Source: an optimization exercise on an open RTL-to-GDS flow (aim: small area, a short achievable clock period and few clock cycles per item). Production flows keep margins and buffers that such runs may drop.
Only simulation tests tie the RTL to the original design; equivalence was not proved.

==> 06-01 <==
==> flow/design.v (excerpt) <==
module loop_core (
    input  wire        clk,
    input  wire        rst,
    input  wire        cfg_we,
    input  wire [5:0]  cfg_addr,
    input  wire [31:0] cfg_wdata,
    input  wire        start,
    input  wire [31:0] sp,
    input  wire [31:0] pv,
    input  wire [31:0] target,
    input  wire [31:0] out_lo,
    input  wire [31:0] out_hi,
    input  wire [3:0]  nsec,
    input  wire        integrate,
    input  wire        reset_states,
    output wire        ready,
    output reg         done,
    output reg  [31:0] out,
    output reg  [31:0] err,
    output reg  [7:0]  flags,
    input  wire [4:0]  rd_addr,
    output reg  [47:0] rd_data
);
Settings: LEC_CHECK=0, ABC_AREA=1, CAP_MARGIN=30, CORE_MARGIN=2, CORE_UTILIZATION=50, PLACE_DENSITY=0.6, SLEW_MARGIN=30; clock period 25.0 ns.
standard.sh (not shown) runs the stock make flow with config.mk's settings and CLKGATE_MAP_FILE= SYNTH_SCRIPT=/design/flow/synth_recipe.tcl, a recipe that flattens the netlist after the stock synthesis.
==> flow/flow/run.sh <==
#!/bin/bash
# The standard layout, with the resizer asked to aim for a shorter clock
# period than the design's (the constraints and the clock stay as they are)
# and the ports buffered with plain buffers.  Each tool's output goes to a
# log file of its own.
set -euo pipefail
bash standard.sh synth > synth.log 2>&1
bash standard.sh SETUP_SLACK_MARGIN=13 "BUFFER_PORTS_ARGS=-buffer_cell sky130_fd_sc_hd__buf_2" finish > layout.log 2>&1
==> inputs of 04-04, as changes to 06-01 <==
--- a/flow/design.v
+++ b/flow/design.v
@@ -53,17 +53,18 @@
     reg        [3:0]  nsec_prev;
     reg               busy;
     reg               first;       
     reg               fin;         
     reg               upd;         
     reg        [2:0]  sec;         
     reg        [3:0]  n_r;
     reg               int_r;
-    reg signed [31:0] lo_r, hi_r;  
+    reg signed [31:0] lo_r, hi_r;
+    reg        [31:0] o_pre;       
     reg               tl_r, th_r, eq_r;  
     reg        [30:0] x_r;         
     reg        [30:0] xd_r;        
     reg signed [34:0] i_r;         
     reg               f_err, f_sec, lim_mm;
     reg        [30:0] c0_r, c1_r, c2_r, c3_r, c4_r;
     reg        [35:0] s1_r;
     reg        [34:0] s2_r;
@@ -88,26 +89,28 @@
     wire [34:0] s2_new;
     lc_s1n n1 (.as(h1s), .ac(h1c), .al(h1l), .bs(h3s), .bc(h3c), .bl(h3l), .y(s1_new));
     lc_s2n n2 (.as(h2s), .ac(h2c), .al(h2l), .bs(h4s), .bc(h4c), .bl(h4l), .y(s2_new));
     wire signed [30:0] yc = x_r;
     wire [31:0] s_auto;
     wire        a_lo, a_hi;
     lc_outs os (.g(integ), .i(i_r), .y(yc), .lo(lo_r), .hi(hi_r), .s(s_auto), .lt(a_lo), .gt(a_hi));
     wire [31:0] o_auto = a_lo ? lo_r : a_hi ? hi_r : s_auto;
-    wire [31:0] o_sel = int_r ? o_auto : lo_r;
+    wire [31:0] o_sel = int_r ? o_auto : o_pre;
     wire        c_lo = int_r ? a_lo : tl_r;
     wire        c_hi = int_r ? a_hi : th_r;
     wire [31:0] integ_new;
     lc_sub32 si (.a(o_sel), .b(yc), .y(integ_new));
-    wire        mm, t_lo, t_hi;
+    wire        mm, t_lo, t_hi_h, t_hi_l;
     lc_lt32 c1 (.a(out_hi), .b(out_lo), .lt(mm));
-    wire [31:0] hi_in = mm ? out_lo : out_hi;
     lc_lt32 c2 (.a(target), .b(out_lo), .lt(t_lo));
-    lc_lt32 c3 (.a(hi_in), .b(target), .lt(t_hi));
+    lc_lt32 c3 (.a(out_hi), .b(target), .lt(t_hi_h));
+    lc_lt32 c4 (.a(out_lo), .b(target), .lt(t_hi_l));
+    wire        t_hi = mm ? t_hi_l : t_hi_h;
+    wire [31:0] hi_in = mm ? out_lo : out_hi;
     wire last = (sec == n_r[2:0] - 3'd1);
     always @(posedge clk) begin
         if (rst) begin
             busy      <= 1'b0;
             done      <= 1'b0;
             nsec_prev <= 4'd0;
             integ     <= 32'sd0;
         end else begin
@@ -145,22 +148,23 @@
         end
         if (rst || (busy ? fin : !start))
             x_r    <= beta_d;
         else if (!busy || n_r != 4'd0)
             x_r    <= y_sat;
         if (!busy) begin
             sec    <= 3'd0;
             xd_r   <= e_sat;
+            o_pre  <= t_lo ? out_lo : t_hi ? hi_in : target;
             tl_r   <= t_lo;
             th_r   <= t_hi;
             eq_r   <= mm || (out_lo == out_hi);
             n_r    <= nsec;
             int_r  <= integrate;
-            lo_r   <= (integrate || t_lo) ? out_lo : t_hi ? hi_in : target;
+            lo_r   <= out_lo;
             hi_r   <= hi_in;
             lim_mm <= mm;
             f_sec  <= 1'b0;
         end else if (!fin && n_r != 4'd0) begin
             xd_r   <= x_r;
         end
     end
     wire wr = !busy && cfg_we && !start;
==> flow/flow/run.sh (replaced) <==
#!/bin/bash
# The standard layout, with the resizer asked to aim for a shorter clock
# period than the design's (the constraints and the clock stay as they are)
# and the ports buffered with plain buffers.  Each tool's output goes to a
# log file of its own.
set -euo pipefail
bash standard.sh synth > synth.log 2>&1
bash standard.sh SETUP_SLACK_MARGIN=15 "BUFFER_PORTS_ARGS=-buffer_cell sky130_fd_sc_hd__buf_2" finish > layout.log 2>&1
Settings changed: CAP_MARGIN 30 to 20, SLEW_MARGIN 30 to 20.
==> inputs of 08-10, as changes to 06-01 <==
--- a/flow/design.v
+++ b/flow/design.v
@@ -53,17 +53,18 @@
     reg        [3:0]  nsec_prev;
     reg               busy;
     reg               first;       
     reg               fin;         
     reg               upd;         
     reg        [2:0]  sec;         
     reg        [3:0]  n_r;
     reg               int_r;
-    reg signed [31:0] lo_r, hi_r;  
+    reg signed [31:0] lo_r, hi_r;
+    reg        [31:0] o_pre;       
     reg               tl_r, th_r, eq_r;  
     reg        [30:0] x_r;         
     reg        [30:0] xd_r;        
     reg signed [34:0] i_r;         
     reg               f_err, f_sec, lim_mm;
     reg        [30:0] c0_r, c1_r, c2_r, c3_r, c4_r;
     reg        [35:0] s1_r;
     reg        [34:0] s2_r;
@@ -88,26 +89,28 @@
     wire [34:0] s2_new;
     lc_s1n n1 (.as(h1s), .ac(h1c), .al(h1l), .bs(h3s), .bc(h3c), .bl(h3l), .y(s1_new));
     lc_s2n n2 (.as(h2s), .ac(h2c), .al(h2l), .bs(h4s), .bc(h4c), .bl(h4l), .y(s2_new));
     wire signed [30:0] yc = x_r;
     wire [31:0] s_auto;
     wire        a_lo, a_hi;
     lc_outs os (.g(integ), .i(i_r), .y(yc), .lo(lo_r), .hi(hi_r), .s(s_auto), .lt(a_lo), .gt(a_hi));
     wire [31:0] o_auto = a_lo ? lo_r : a_hi ? hi_r : s_auto;
-    wire [31:0] o_sel = int_r ? o_auto : lo_r;
+    wire [31:0] o_sel = int_r ? o_auto : o_pre;
     wire        c_lo = int_r ? a_lo : tl_r;
     wire        c_hi = int_r ? a_hi : th_r;
     wire [31:0] integ_new;
     lc_sub32 si (.a(o_sel), .b(yc), .y(integ_new));
-    wire        mm, t_lo, t_hi;
+    wire        mm, t_lo, t_hi_h, t_hi_l;
     lc_lt32 c1 (.a(out_hi), .b(out_lo), .lt(mm));
-    wire [31:0] hi_in = mm ? out_lo : out_hi;
     lc_lt32 c2 (.a(target), .b(out_lo), .lt(t_lo));
-    lc_lt32 c3 (.a(hi_in), .b(target), .lt(t_hi));
+    lc_lt32 c3 (.a(out_hi), .b(target), .lt(t_hi_h));
+    lc_lt32 c4 (.a(out_lo), .b(target), .lt(t_hi_l));
+    wire        t_hi = mm ? t_hi_l : t_hi_h;
+    wire [31:0] hi_in = mm ? out_lo : out_hi;
     wire last = (sec == n_r[2:0] - 3'd1);
     always @(posedge clk) begin
         if (rst) begin
             busy      <= 1'b0;
             done      <= 1'b0;
             nsec_prev <= 4'd0;
             integ     <= 32'sd0;
         end else begin
@@ -145,22 +148,23 @@
         end
         if (rst || (busy ? fin : !start))
             x_r    <= beta_d;
         else if (!busy || n_r != 4'd0)
             x_r    <= y_sat;
         if (!busy) begin
             sec    <= 3'd0;
             xd_r   <= e_sat;
+            o_pre  <= t_lo ? out_lo : t_hi ? hi_in : target;
             tl_r   <= t_lo;
             th_r   <= t_hi;
             eq_r   <= mm || (out_lo == out_hi);
             n_r    <= nsec;
             int_r  <= integrate;
-            lo_r   <= (integrate || t_lo) ? out_lo : t_hi ? hi_in : target;
+            lo_r   <= out_lo;
             hi_r   <= hi_in;
             lim_mm <= mm;
             f_sec  <= 1'b0;
         end else if (!fin && n_r != 4'd0) begin
             xd_r   <= x_r;
         end
     end
     wire wr = !busy && cfg_we && !start;
==> flow/run.sh (new file) <==
#!/bin/bash
# synth_recipe.tcl (not shown) runs the flow's synth.tcl, then flattens the netlist and writes it again
# the make line also repeats each setting of config.mk as NAME=value (left out here)
make -C /OpenROAD-flow-scripts/flow DESIGN_CONFIG=/design/flow/config.mk WORK_HOME=/design/flow/orfs CLKGATE_MAP_FILE= SYNTH_SCRIPT=/design/flow/synth_recipe.tcl finish
Settings changed: CAP_MARGIN 30 to 20, SLEW_MARGIN 30 to 20.
removed: flow/flow/run.sh
removed: flow/standard.sh
==> results.yml <==
outcome:
  status: "finished with violations"
  so_faults: "capacitance limit, slew limit"
setup_path:
  startpoint: "rd_addr[1]"
finish:
  clock_buffers: 330
flow_run:
  maxCapViolCount: 1
sta:
  drv_slew: 2
Source of the figures above: 04-04

==> results.yml <==
setup_path:
  reg2regPathDepth: 30
  startpoint: "rd_addr[4]"
outcome:
  status: "complete, no violations"
flow_run:
  maxCapViolCount: 0
clocking:
  cts_hold_buf: 0
global_routing:
  grt_util_met3_pct: 15.4
finish:
  seq_cells: 2381
  final_layout_size_suffix_gt1_share_pct: 9.42
synth:
  synth_top_cell_by_area: "edfxtp_1"
sta:
  drv_slew: 0
Source of the figures above: 06-01

==> results.yml <==
setup_path:
  startpoint: "rd_addr[4]"
sta:
  drv_slew: 0
finish:
  clock_buffers: 300
  area_share_nonclk_buffers_pct: 3.63
flow_run:
  maxCapViolCount: 0
global_routing:
  grtUsageMet1_pct: 52.1
synth:
  synth_top_cell_by_area: "edfxtp_1"
route:
  dr_wl_met3_um: 129000
outcome:
  status: "complete, no violations"
Source of the figures above: 08-10

Testbench counts of 06-01, summed over its fixed seeds: cycles 17,720, items 2,304.
Testbench counts of 04-04, summed over its fixed seeds: cycles 17,720, items 2,304.
Testbench counts of 08-10, summed over its fixed seeds: cycles 17,720, items 2,304.

## port drivers added, routing unchanged
In the flow no input, the clock included, has a driving cell. The finished layouts below were timed again as built, in two steps. Step 1: set_driving_cell puts a clkbuf_16 on clk and a buf_2 on each other input, an assumption about the parent block. Step 2 also shifts input and output timing later by t, the mid clock arrival at the registers, as if the neighbouring blocks saw the same clock. Slacks: no drivers / after step 1 / after step 2; pairs: no drivers / after step 1.
| run | shift t [ns] | setup slack, ns | hold slack, ns | worst setup path after step 2 |
|---|---|---|---|---|
| 06-01 | 1.040 | 12.357 / 12.235 / 12.235 | 0.374 / 0.374 / 0.374 | input to output |
| 04-04 | 1.043 | 12.301 / 12.241 / 12.241 | 0.431 / 0.431 / 0.431 | input to output |
| 08-10 | 1.039 | 9.995 / 9.922 / 9.922 | 0.416 / 0.416 / 0.416 | input to output |
For 06-01, which loses most, drivers alone change the setup slack by -0.122 ns; drivers and shift together by -0.122 ns.
